What follows belongs to an exercise in optimizing a design on an open flow for small area; a production flow would make more cautious choices.
Function was checked by simulation only, so behaviour that the tests miss may differ from the original.
Power and IR drop assume default switching activity.

[config.mk]
export PLATFORM = sky130hd
export DESIGN_NAME = ps_channel
export DESIGN_NICKNAME = ps_channel
export VERILOG_FILES = /design/flow/design.v
export SDC_FILE = /design/flow/constraint.sdc
export NUM_CORES = 4
export LEC_CHECK = 0
export ABC_AREA = 1
export CAP_MARGIN = 5
export CORE_MARGIN = 2
export CORE_UTILIZATION = 72
export CTS_BUF_LIST = sky130_fd_sc_hd__clkbuf_8
export CTS_CLUSTER_DIAMETER = 50
export CTS_CLUSTER_SIZE = 20
export GPL_TIMING_DRIVEN = 0
export SLEW_MARGIN = 5
[constraint.sdc]
create_clock -name core_clock -period 20.0 [get_ports {clk}]
set_input_delay 4.0000 -clock core_clock [delete_from_list [all_inputs] [get_ports {clk}]]
set_output_delay 4.0000 -clock core_clock [all_outputs]
set_load 0.01 [all_outputs]
[design.v]
module ps_filter (
    input  wire       clk,
    input  wire       rst,
    input  wire [7:0] filt,
    input  wire       in_s,    
    output reg        lvl,     
    output wire       rise,
    output wire       fall
);
    reg  [7:0] cnt;
    wire       same   = (in_s == lvl);
    wire       zero   = (cnt == 8'd0);
    wire       accept = !same && zero;
    wire [7:0] cnt_dec;
    ps_dec #(.W(8)) u_dec (.a(cnt), .y(cnt_dec));
    always @(posedge clk) begin
        if (rst || same || zero) cnt <= filt;
        else                     cnt <= cnt_dec;
        if (rst)         lvl <= 1'b0;
        else if (accept) lvl <= in_s;
    end
    assign rise = accept &&  in_s;
    assign fall = accept && !in_s;
endmodule
module ps_add #(parameter W = 8) (
    input  wire [W-1:0] a,
    input  wire [W-1:0] b,
    input  wire         ci,
    output wire [W-1:0] s,
    output wire         co
);
    wire [W:0] c;
    assign c[0] = ci;
    genvar i;
    generate
        for (i = 0; i < W; i = i + 1) begin : g
            wire p = a[i] ^ b[i];
            assign s[i]   = p ^ c[i];
            assign c[i+1] = (a[i] & b[i]) | (p & c[i]);
        end
    endgenerate
    assign co = c[W];
endmodule
module ps_inc #(parameter W = 8) (
    input  wire [W-1:0] a,
    input  wire         ci,
    output wire [W-1:0] y,
    output wire         co
);
    wire [W:0] c;
    assign c[0] = ci;
    genvar i;
    generate
        for (i = 0; i < W; i = i + 1) begin : g
            assign y[i]   = a[i] ^ c[i];
            assign c[i+1] = a[i] & c[i];
        end
    endgenerate
    assign co = c[W];
endmodule
module ps_dec #(parameter W = 8) (
    input  wire [W-1:0] a,
    output wire [W-1:0] y
);
    wire [W:0] b;
    assign b[0] = 1'b1;
    genvar i;
    generate
        for (i = 0; i < W; i = i + 1) begin : g
            assign y[i]   = a[i] ^ b[i];
            assign b[i+1] = ~a[i] & b[i];
        end
    endgenerate
endmodule
module ps_divider (
    input  wire        clk,
    input  wire        rst,
    input  wire        start,       
    input  wire        zero_in,     
    input  wire        neg,         
    input  wire [26:0] d_in,        
    input  wire [23:0] cpr_m1,
    output reg         valid,
    output wire [31:0] speed,
    output wire [31:0] rpm,
    output wire        range
);
    localparam [39:0] SPEED_NUM_REV = 40'h002EDC25D0;
    reg         busy;
    reg  [1:0]  ph;
    reg  [5:0]  cnt;
    reg  [39:0] q;
    reg  [26:0] rem;
    reg  [30:0] v;
    reg         brw, seen, sat_s, sat_r, zero;
    wire        divm  = !ph[0];                        
    wire        last  = ph[1] && !ph[0] ? (cnt == 6'd41) : (cnt == 6'd39);
    wire        ge40  = cnt[5] && cnt[3];              
    wire        lo31  = !cnt[5] && (cnt[4:0] != 5'd31);  
    wire        lo9   = (cnt[5:3] == 3'd0) || (cnt == 6'd8);   
    wire        lo11  = lo9 || (cnt == 6'd9) || (cnt == 6'd10);  
    wire        b     = q[0];                           
    wire        din   = !ph[1] ? (ph[0] ? b : SPEED_NUM_REV[cnt])
                               : (!ge40 && q[39]);
    wire [27:0] shifted = {rem, din};
    wire [27:0] dvs     = ph[1] ? {4'd0, cpr_m1} : {1'b0, v[26:0]};
    wire [27:0] diff;
    wire        ge;
    ps_add #(.W(28)) u_sub (.a(shifted), .b(~dvs), .ci(!ph[1]), .s(diff), .co(ge));
    wire        qbit  = ge && !zero;
    wire        take  = ge && divm;
    wire        d4    = rem[3];
    wire        t15   = d4 ^ b ^ brw;
    wire        brw_n = (!d4 && (b || brw)) || (b && brw);
    wire        mbit  = b || (ph[1] ? sat_r : sat_s);
    wire        nbit  = mbit ^ (neg && seen);
    wire        tbit  = ph[1] ? nbit : t15;
    wire [5:0]  cnt_inc;
    ps_inc #(.W(6)) u_cnt (.a(cnt), .ci(1'b1), .y(cnt_inc), .co());
    always @(posedge clk) begin
        if (rst) begin
            busy  <= 1'b0;
            ph    <= 2'd0;
            cnt   <= 6'd0;
            valid <= 1'b0;
        end else begin
            valid <= busy && ph == 2'd3 && last;
            if (start) begin
                busy <= 1'b1;
                ph   <= 2'd0;
                cnt  <= 6'd0;
            end else if (busy) begin
                if (last) begin
                    cnt <= 6'd0;
                    ph  <= {ph[1] ^ ph[0], !ph[0]};
                    if (ph == 2'd3) busy <= 1'b0;
                end else begin
                    cnt <= cnt_inc;
                end
            end
        end
    end
    always @(posedge clk) begin
        if (start || last) rem <= 27'd0;
        else if (take)     rem <= diff[26:0];
        else               rem <= shifted[26:0];
        if (divm) q <= {q[38:0], qbit};
        else      q <= {tbit, q[39:1]};
        brw  <= divm ? 1'b0 : brw_n;
        seen <= divm ? 1'b0 : (seen || mbit);
        if (start) begin
            v     <= {4'd0, d_in};
            zero  <= zero_in;
            sat_s <= 1'b0;
            sat_r <= 1'b0;
        end else if (busy) begin
            if (ph == 2'd1 && lo31) v <= {nbit, v[30:1]};
            if (ph == 2'd0 && lo9)  sat_s <= sat_s || qbit;
            if (ph == 2'd2 && lo11) sat_r <= sat_r || qbit;
        end
    end
    assign speed = {neg && !zero, v};
    assign rpm   = {neg && seen, q[30:0]};
    assign range = sat_s || sat_r;
endmodule
module ps_channel (
    input  wire        clk,
    input  wire        rst,
    input  wire        a_in,
    input  wire        b_in,
    input  wire        z_in,
    input  wire [7:0]  cfg_filt,
    input  wire        cfg_mode,       
    input  wire        cfg_inv,
    input  wire [1:0]  cfg_z_mode,
    input  wire        cfg_z_inv,
    input  wire        cfg_home_req,
    input  wire [23:0] cfg_cpr_m1,
    input  wire [7:0]  cfg_still,      
    input  wire [23:0] cfg_z_tol,
    input  wire        cmd_set_pos,
    input  wire [23:0] preset_pos,
    input  wire [31:0] preset_rev,
    input  wire        cmd_arm_z,
    input  wire        cmp_wr,
    input  wire        cmp_wr_en,
    input  wire        cmp_wr_repeat,
    input  wire [1:0]  cmp_wr_cdir,
    input  wire [23:0] cmp_wr_value,
    input  wire        snap,
    output reg  [23:0] pos,
    output reg  [31:0] rev,
    output reg         dir,            
    output reg         homed,
    output wire        moving,
    output wire [4:0]  cond,           
    output reg  [23:0] zcap,
    output wire [31:0] zerr,
    output reg         cmp_en,
    output reg         cmp_fire,
    output reg         cmp_fire_dir,
    output reg  [47:0] cmp_time,
    output reg         cmd_err,
    output wire        snap_valid,
    output reg  [23:0] snap_pos,
    output reg  [31:0] snap_rev,
    output reg         snap_dir,
    output reg         snap_homed,
    output reg         snap_moving,
    output wire [31:0] snap_speed,     
    output wire [31:0] snap_rpm,       
    output wire        snap_range
);
    localparam [25:0] DS_SEED = 26'h0000001;
    localparam [25:0] DS_LAST = 26'h2B87031;
    wire [23:0] m = cfg_cpr_m1;
    wire [7:0]  f = cfg_filt;
    reg  [47:0] ts;
    wire [47:0] ts_inc;
    ps_inc #(.W(48)) u_ts  (.a(rst ? {40'hFF_FFFF_FFFF, ~f} : ts), .ci(1'b1), .y(ts_inc), .co());
    always @(posedge clk) ts <= ts_inc;
    reg [1:0] a_sync, b_sync, z_sync;
    always @(posedge clk) begin
        if (rst) begin
            a_sync <= 2'b00;
            b_sync <= 2'b00;
            z_sync <= 2'b00;
        end else begin
            a_sync <= {a_sync[0], a_in};
            b_sync <= {b_sync[0], b_in};
            z_sync <= {z_sync[0], z_in};
        end
    end
    wire a_lvl, a_rise, a_fall;
    wire b_lvl, b_rise, b_fall;
    wire z_lvl, z_rise, z_fall;
    ps_filter u_fa (.clk(clk), .rst(rst), .filt(f), .in_s(a_sync[1]),
                    .lvl(a_lvl), .rise(a_rise), .fall(a_fall));
    ps_filter u_fb (.clk(clk), .rst(rst), .filt(f), .in_s(b_sync[1]),
                    .lvl(b_lvl), .rise(b_rise), .fall(b_fall));
    ps_filter u_fz (.clk(clk), .rst(rst), .filt(f), .in_s(z_sync[1]),
                    .lvl(z_lvl), .rise(z_rise), .fall(z_fall));
    reg [9:0] b_hist;
    always @(posedge clk) begin
        if (rst) b_hist <= 10'd0;
        else     b_hist <= {b_hist[8:0], b_lvl};
    end
    wire ev      = cfg_mode ? (a_rise ^ b_rise) : a_rise;
    wire raw_up  = cfg_mode ? a_rise : ~b_hist[9];
    wire up      = raw_up ^ cfg_inv;
    wire setup_v = !cfg_mode && a_rise && (b_hist != {10{b_lvl}});
    wire preset_bad, cmp_val_bad;
    ps_add #(.W(24)) u_pbad (.a(preset_pos),   .b(~m), .ci(1'b0), .s(), .co(preset_bad));
    ps_add #(.W(24)) u_cbad (.a(cmp_wr_value), .b(~m), .ci(1'b0), .s(), .co(cmp_val_bad));
    wire preset_ok = cmd_set_pos && !preset_bad;
    wire cmp_bad   = cmp_val_bad || (cmp_wr_cdir == 2'd3);
    wire [23:0] p0 = preset_ok ? preset_pos : pos;
    wire [31:0] r0 = preset_ok ? preset_rev : rev;
    wire        at_top  = (p0 == m);
    wire        at_zero = (p0 == 24'd0);
    wire [24:0] pc;
    wire [23:0] p_step;
    assign pc[0] = 1'b1;
    genvar gi;
    generate
        for (gi = 0; gi < 24; gi = gi + 1) begin : g_pstep
            assign p_step[gi] = p0[gi] ^ pc[gi];
            assign pc[gi+1]   = pc[gi] & (p0[gi] ^ !up);
        end
    endgenerate
    wire [23:0] p1 = !ev ? p0 :
                     up  ? (at_top  ? 24'd0 : p_step) :
                           (at_zero ? m     : p_step);
    reg         cmp_repeat;
    reg  [1:0]  cmp_cdir;
    reg  [23:0] cmp_value;
    wire        dir_ok = (cmp_cdir == 2'd0) || (cmp_cdir == 2'd1 && up) || (cmp_cdir == 2'd2 && !up);
    wire        fire   = cmp_en && ev && (p1 == cmp_value) && dir_ok;
    reg         armed;
    wire        z_ev    = (cfg_z_mode != 2'd0) && (cfg_z_inv ? z_fall : z_rise);
    wire        do_home = z_ev && ((cfg_z_mode == 2'd2) || (cfg_z_mode == 2'd3 && armed));
    wire [24:0] cpr;
    ps_inc #(.W(24)) u_cpr (.a(m), .ci(1'b1), .y(cpr[23:0]), .co(cpr[24]));
    wire        go_down;                                   
    ps_add #(.W(25)) u_gd (.a(cpr), .b(~{p1, 1'b0}), .ci(1'b1), .s(), .co(go_down));
    wire [24:0] corr;                                      
    ps_add #(.W(25)) u_corr (.a(go_down ? 25'd0 : cpr), .b(~{1'b0, p1}), .ci(1'b1),
                             .s(corr), .co());
    wire        home_up = do_home && !go_down;
    wire        r_inc = (ev && up && at_top) || home_up;
    wire        r_dec = ev && !up && at_zero;
    wire        r_en  = r_inc ^ r_dec;
    wire [32:0] rc;
    wire [31:0] r2;
    assign rc[0] = r_en;
    generate
        for (gi = 0; gi < 32; gi = gi + 1) begin : g_rstep
            assign r2[gi]    = r0[gi] ^ rc[gi];
            assign rc[gi+1]  = rc[gi] & (r0[gi] ^ r_dec);
        end
    endgenerate
    wire        wrap = (rc[31] && (r0[31] == r_dec)) ||
                       (r_inc && r_dec && r0 == 32'h8000_0000);
    wire [23:0] p2 = do_home ? 24'd0 : p1;
    reg  [23:0] zm_cnt;
    reg         zm_ph;
    reg         z_missing;
    wire        zm_zero = (zm_cnt[23:1] == 23'd0) && (zm_ph || !zm_cnt[0]);
    wire [23:0] zm_dec;
    wire [23:0] zm_bc;                                     
    assign zm_bc[0] = !zm_ph;
    assign zm_bc[1] = zm_ph || !zm_cnt[0];
    generate
        for (gi = 0; gi < 24; gi = gi + 1) begin : g_zm
            assign zm_dec[gi] = zm_cnt[gi] ^ zm_bc[gi];
            if (gi >= 1 && gi < 23) begin : g_b
                assign zm_bc[gi+1] = zm_bc[gi] && !zm_cnt[gi];
            end
        end
    endgenerate
    wire        z_mismatch;
    reg         rev_wrap;
    reg         dir_setup;
    reg  [25:0] ds_lfsr;
    reg  [22:0] zerr_lo;
    reg         zerr_s;
    assign zerr = {{9{zerr_s}}, zerr_lo};
    wire        tol_over;
    ps_add #(.W(23)) u_tol (.a(zerr_lo ^ {23{zerr_s}}), .b(~cfg_z_tol[22:0]), .ci(zerr_s),
                            .s(), .co(tol_over));
    assign z_mismatch = (cfg_z_tol != 24'd0) && !cfg_z_tol[23] && tol_over;
    always @(posedge clk) begin
        if (rst) begin
            pos        <= 24'd0;
            rev        <= 32'd0;
            homed      <= 1'b0;
            dir        <= 1'b0;
            zcap       <= 24'd0;
            zerr_lo    <= 23'd0;
            zerr_s     <= 1'b0;
            armed      <= 1'b0;
            z_missing  <= 1'b0;
            rev_wrap   <= 1'b0;
            dir_setup  <= 1'b0;
            cmp_en     <= 1'b0;
            cmp_fire   <= 1'b0;
            cmp_fire_dir <= 1'b0;
            cmp_time   <= 48'd0;
            cmd_err    <= 1'b0;
        end else begin
            pos <= p2;
            rev <= r2;
            if (ev) dir <= !up;
            if (preset_ok || do_home) homed <= 1'b1;
            if (z_ev) zcap <= p1;
            if (do_home) begin
                zerr_lo    <= corr[22:0];
                zerr_s     <= corr[24];
            end
            if (cmd_arm_z)                            armed <= 1'b1;
            else if (z_ev && cfg_z_mode == 2'd3)      armed <= 1'b0;
            if (z_ev)
                z_missing <= 1'b0;
            else if (ev && zm_ph && zm_zero && cfg_z_mode != 2'd0)
                z_missing <= 1'b1;
            if (wrap)      rev_wrap <= 1'b1;
            else if (snap) rev_wrap <= 1'b0;
            if (setup_v)
                dir_setup <= 1'b1;
            else if (ds_lfsr == DS_LAST)
                dir_setup <= 1'b0;
            cmp_fire <= fire;
            if (fire) begin
                cmp_fire_dir <= !up;
                cmp_time     <= ts;
                if (!cmp_repeat) cmp_en <= 1'b0;
            end
            if (cmp_wr && !cmp_bad) cmp_en <= cmp_wr_en;
            cmd_err <= (cmd_set_pos && preset_bad) || (cmp_wr && cmp_bad);
        end
    end
    always @(posedge clk) begin
        if (!rst && cmp_wr && !cmp_bad) begin
            cmp_repeat <= cmp_wr_repeat;
            cmp_cdir   <= cmp_wr_cdir;
            cmp_value  <= cmp_wr_value;
        end
    end
    always @(posedge clk) begin
        if (rst || z_ev) begin
            zm_cnt <= m;
            zm_ph  <= 1'b0;
        end else if (ev) begin
            if (!zm_zero) begin
                zm_cnt <= zm_dec;
            end else if (!zm_ph) begin
                zm_cnt <= m;
                zm_ph  <= 1'b1;
            end
        end
    end
    always @(posedge clk) begin
        if (setup_v)
            ds_lfsr <= DS_SEED;
        else
            ds_lfsr <= {ds_lfsr[24:0], ds_lfsr[25] ^ ds_lfsr[5] ^ ds_lfsr[1] ^ ds_lfsr[0]};
    end
    assign cond = {rev_wrap, cfg_home_req & ~homed, z_mismatch, z_missing, dir_setup};
    reg  [26:0] since;
    reg  [26:0] per_n;
    reg         h_ne;          
    reg         h_full;        
    wire        last_up = !dir;    
    wire [26:0] since_inc;
    ps_inc #(.W(27)) u_since (.a(ev ? {19'd0, f} : since), .ci(1'b1), .y(since_inc), .co());
    wire [26:0] period_n;                                    
    ps_add #(.W(27)) u_per (.a(since), .b(~{19'd0, f}), .ci(1'b1), .s(period_n), .co());
    wire [7:0]  s = cfg_still;
    wire [11:0] s15, s9;
    wire [16:0] s265;
    wire [21:0] s15625;
    ps_add #(.W(12)) u_s15  (.a({s, 4'd0}), .b(~{4'd0, s}), .ci(1'b1), .s(s15), .co());
    ps_add #(.W(12)) u_s9   (.a({1'b0, s, 3'd0}), .b({4'd0, s}), .ci(1'b0), .s(s9), .co());
    ps_add #(.W(17)) u_s265 (.a({1'b0, s, 8'd0}), .b({5'd0, s9}), .ci(1'b0), .s(s265), .co());
    ps_add #(.W(22)) u_s156 (.a({s15[11:0], 10'd0}), .b({5'd0, s265}), .ci(1'b0), .s(s15625), .co());
    wire        still_hit = h_ne && (since == {s15625, 5'd0});
    assign moving = h_ne;
    always @(posedge clk) begin
        since <= since_inc;
        if (rst) begin
            h_ne   <= 1'b0;
            h_full <= 1'b0;
        end else if (ev) begin
            if (h_ne && up == last_up) begin
                per_n  <= period_n;
                h_full <= 1'b1;
            end else begin
                h_full <= 1'b0;
            end
            h_ne    <= 1'b1;
        end else if (still_hit) begin
            h_ne   <= 1'b0;
            h_full <= 1'b0;
        end
    end
    wire since_gt;                                           
    ps_add #(.W(27)) u_sgt (.a(since), .b(~per_n), .ci(1'b0), .s(), .co(since_gt));
    always @(posedge clk) begin
        if (snap) begin
            snap_pos    <= pos;
            snap_rev    <= rev;
            snap_dir    <= dir;
            snap_homed  <= homed;
            snap_moving <= h_ne && !still_hit;
        end
    end
    ps_divider u_div (
        .clk(clk), .rst(rst), .start(snap && !rst),
        .zero_in(!h_full || still_hit), .neg(snap_dir),
        .d_in(since_gt ? since : per_n), .cpr_m1(m),
        .valid(snap_valid), .speed(snap_speed), .rpm(snap_rpm), .range(snap_range));
endmodule
[run.sh]
#!/bin/bash
# synth_recipe.tcl (not shown) runs the flow's synth.tcl, then flattens the netlist and writes it again
# the make line also repeats each setting of config.mk as NAME=value (left out here)
make -C /OpenROAD-flow-scripts/flow DESIGN_CONFIG=/design/flow/config.mk WORK_HOME=/design/flow/orfs CLKGATE_MAP_FILE= SYNTH_SCRIPT=/design/flow/synth_recipe.tcl finish
==> run notes <==
-- kinds of logic (layout without fill, tap and decap cells) --
| group | count (synthesis) | count (layout) |
|---|---|---|
| compound gates | 665 | 665 |
| flops | 559 | 559 |
| xor+xnor | 80 | 80 |
| mux | 5 | 5 |
| fa+ha+maj | 381 | 381 |
| buf+inv | 798 | 1369 |
| simple gates | 1186 | 1186 |
| other cells | 0 | 13 |
-- worst min path at each step --
stage | endpoint | cells after the start
after floorplan | a_sync[1] | 2
after CTS | z_sync[1] | 2
after global routing | z_sync[1] | 2
final | z_sync[1] | 2
after global placement | a_sync[1] | 2
after detailed placement | a_sync[1] | 2
-- placed cells by master, fill, tap and decap left out, drive strengths merged, types with 48 or more instances in the layout --
cell type and instances:
inv 646, a21oi 195, nand3 94, ha 307, fa 74, nor2 287
buf 96, clkbuf 157, nand4 48, nand2 643, xor2 51, edfxtp 165
clkdlybuf4s50 446, o21ai 358, dfxtp 394, or2 64
-- sequential cells by signal, summed over array words and instances (netlist names), 26 cells and up --
signal	count
u_div.rem	27
rev	32
cmp_time	48
per_n	27
u_div.q	40
ds_lfsr	26
ts	48
snap_rev	32
u_div.v	31
since	27
-- cell type report --
type,instances,area (µm²)
inverter,630,2370
antenna,13,32.5
multi-input combinational,2317,15100
timing repair buffer,487,4840
clock inverter,33,365
buffer,168,878
clock buffer,51,702
sequential,559,12800
fill,1991,4280
tap,539,674
-- what timing repair did --
action | CTS | global route
buffers inserted | 5 | 19
endpoints found under the setup margin | 4 | 4
hold buffers | 0 | 0
pin swaps | 3 | 22
gates resized for setup | 38 | 90
cloned | 0 | 2
-- power groups by stage --
| stage | Clock, mW | Sequential, mW | Combinational, mW |
|---|---|---|---|
| after floorplan | 0 | 1.36 | 0.466 |
| after global placement | 0 | 1.36 | 0.677 |
| after detailed placement | 0 | 1.37 | 0.727 |
| after CTS | 0.731 | 1.35 | 0.753 |
| after global routing | 0.772 | 1.36 | 0.875 |
| final | 0.740 | 1.35 | 0.797 |
-- routing by layer --
metal	routed length, µm	vias to the layer above	part of all wire, %	GRT usage [%]
li1	-	12900	-	-
met1	36400	13500	35	53.4
met2	46500	2012	45	71.3
met3	12400	532	12	11.8
met4	7280	14	7.1	28.0
met5	93	-	0.091	0
-- tightest hold or removal path: stages, from the launching register on --
cell     delay (ns)
dfxtp_1        0.32
inv_1          0.04
nor2_1         0.03
==> flow_metrics.env <==
export IMPL_finalPower_mw=2.89
export IMPL_timing_max_slew_rel_slack_pct=17.0
export IMPL_status="no timing/DRC/antenna violations"
export IMPL_family_of_cells_with_the_greatest_summed_delay_on_the_critical_path="adder cells"
export IMPL_worst_r2r_endpoint="zerr_s"
export IMPL_drtAntennaViolNets=0
export IMPL_fin_crit_ns=19.28
export IMPL_dp_cells=4674
export IMPL_grt_total_usage_pct=44.5
export IMPL_power_switching_mw=0.997
export IMPL_sum_of_routed_wire_length_over_all_layers_mm=103
export IMPL_die_height_um=211
export IMPL_cts_root_buffer="clkbuf_8"
export IMPL_tightest_slew_ns=1.24
export IMPL_clock_power_share_pct=25.6
export IMPL_worstSetupPathDepth=131
export IMPL_synth_top_family_by_area="adder cells"
export IMPL_clock_latency_ns=0.73
export IMPL_worst_endpoint_arrival_ns=19.88
export IMPL_grt_start_max_net_pins=62
export IMPL_cts_max_level=2
export IMPL_fraction_of_final_layout_cells_with_drive_strength_greater_than_1_pct=8.41
export IMPL_number_of_synthesized_flops_with_an_enable_pin=165
export IMPL_finalHoldViolations=0
export IMPL_peak_supply_drop_uv=73.2
export IMPL_timing_clock_skew_ns=0.0513
export IMPL_setup_violations_final=0
export IMPL_path_class="primary input to flop"
export IMPL_synthDominantAreaCellType="dfxtp_1"
export IMPL_initial_antenna_violation_count=18
export IMPL_design_die_area_mm2=0.0445
export IMPL_area_growth_pct=22.6
export IMPL_timing_max_transition_violations_final=0
export IMPL_cp_common_cell="nand2_1"
export IMPL_power_switching_share_pct=34.5
export IMPL_syn_instance_count=3674
export IMPL_final_hold_worst_slack_ns=0.414
export IMPL_dr_pass1_iters=7
export IMPL_total_number_of_clock_tree_sinks=559
export IMPL_fin_cells=4797
export IMPL_first_global_vias=28400
export IMPL_critPathCaptureType="flop"
export IMPL_path_max_fanout=10
export IMPL_yosys_area_top_type_share_pct=25.6
export IMPL_yosys_area_share_adder_pct=17.2
export IMPL_worstHoldPathType="flop to flop"
export IMPL_min_delay_start="z_sync[0]"
export IMPL_final_setup_tns_ns=0
export IMPL_cp_startpoint="cfg_cpr_m1[5]"
export IMPL_cts_clk_slew_worst_paths_ns=0.12
export IMPL_power_density_mw_per_mm2=76.3
export IMPL_syn_avg_cell_area_um2=8.40
export IMPL_i_o_pins=460
export IMPL_ys_seq_area_share_pct=41.6
export IMPL_layout_cell_area_non_filler_mm2=0.0379
export IMPL_synthMostInstantiatedCell="nand2_1"
export IMPL_vias=29100
export IMPL_grt_first_pass_wirelength_mm=153
export IMPL_number_of_vias_per_cell=6.06
export IMPL_worstRegToRegCells=73
export IMPL_synthesis_nets=4218
export IMPL_reg2reg_setup_slack_ns=5.06
export IMPL_netlist_area_mm2=0.0309
export IMPL_synth_seq_cells=559
export IMPL_p_leak_nw=17.7
export IMPL_postLayoutSetupSlackWorst_ns=0.721
export IMPL_hpwl_detailed_mm=74.6
export IMPL_max_clock_freq_mhz=51.9
export IMPL_dpl_instance_area_mm2=0.0362
export IMPL_fp_dieW_um=211
export IMPL_power_report_internal_total_mw=1.89
export IMPL_portBuffers=458
export IMPL_gr_total_overflow=0
export IMPL_routedWlPerCell_um=21.4
export IMPL_synth_lib_cells_used_distinct=60
export IMPL_synth_mux_area_fraction_pct=0.162
export IMPL_floorplan_initialDensity_pct=73.2
export IMPL_first_iter_violations=3451
export IMPL_timing_critical_path_slowest_cell_delay_ns=0.56
export IMPL_yosys_area_share_simple_pct=16.4
export IMPL_rows=75
export IMPL_combPwrFrac_pct=27.6
export IMPL_cts_root_to_sink_buffers=3
export IMPL_worstPathRequired_ns=20.60
export IMPL_max_cap_violations=0
export IMPL_synth_flop_cell="dfxtp_1"
export IMPL_tritoncts_num_buffers=47
export IMPL_finalCoreUtilization_pct=89.8
export IMPL_crit_path_start_kind="primary input"
export IMPL_setup_worst_path_end="zerr_s"
export IMPL_num_nets_final=4754
export IMPL_r2r_start="u_fa.cnt[5]"
export IMPL_synthXorXnorAreaFrac_pct=2.27
export IMPL_synth_top_cells_by_area="dfxtp_1 (26%), edfxtp_1 (16%), ha_1 (12%), nand2_1 (7.6%), inv_1 (7.5%)"
export IMPL_final_period_utilization_pct=96.4
export IMPL_worstPathBufferInverterCount=9
export IMPL_synth_top_cells_by_count="nand2_1 (625), inv_1 (614), dfxtp_1 (394)"
export IMPL_cts_tree="done"
export IMPL_gp_routability_congestion=1.01
export IMPL_seqPwrFrac_pct=46.8
export IMPL_synth_async_reset_ratio_pct=0
export IMPL_ys_warn_count=3
export IMPL_synth_compound_area_share_pct=11.9
export IMPL_drc_errors=0
export IMPL_floorplan_core_area_mm2=0.0421
export IMPL_post_place_ws_ns=-1.94
export IMPL_critical_path_slowest_cell="clkdlybuf4s15_1"

[re-timing with driven ports]
The flow's constraints put no driver on any port. The routed layout listed below was extracted and timed again, unchanged, in two steps. Step 1 (the two cells are an assumption about what drives the block):
set clk [get_ports {clk}]
set_driving_cell -lib_cell sky130_fd_sc_hd__clkbuf_16 $clk
set_driving_cell -lib_cell sky130_fd_sc_hd__buf_2 [delete_from_list [all_inputs] $clk]
Step 2, shift: input delay + t, output delay - t, t = (earliest + latest rising clock arrival at the registers) / 2. This alone moves slack from input paths to output paths. a / b / c = ideal / step 1 / step 2; a / b = the first two.
t, ns: 0.759
slack for setup (ns): 0.721 / 0.747 / -0.012
worst setup path after step 2: input to register
clock arrival spread, ns: 0.053 / 0.054
pins driven straight from the clock port: 1
With both steps, setup timing fails in this run, where it was met with ideal ports. The setup slack of this run moves by +0.026 ns with the drivers and by -0.733 ns with both steps.
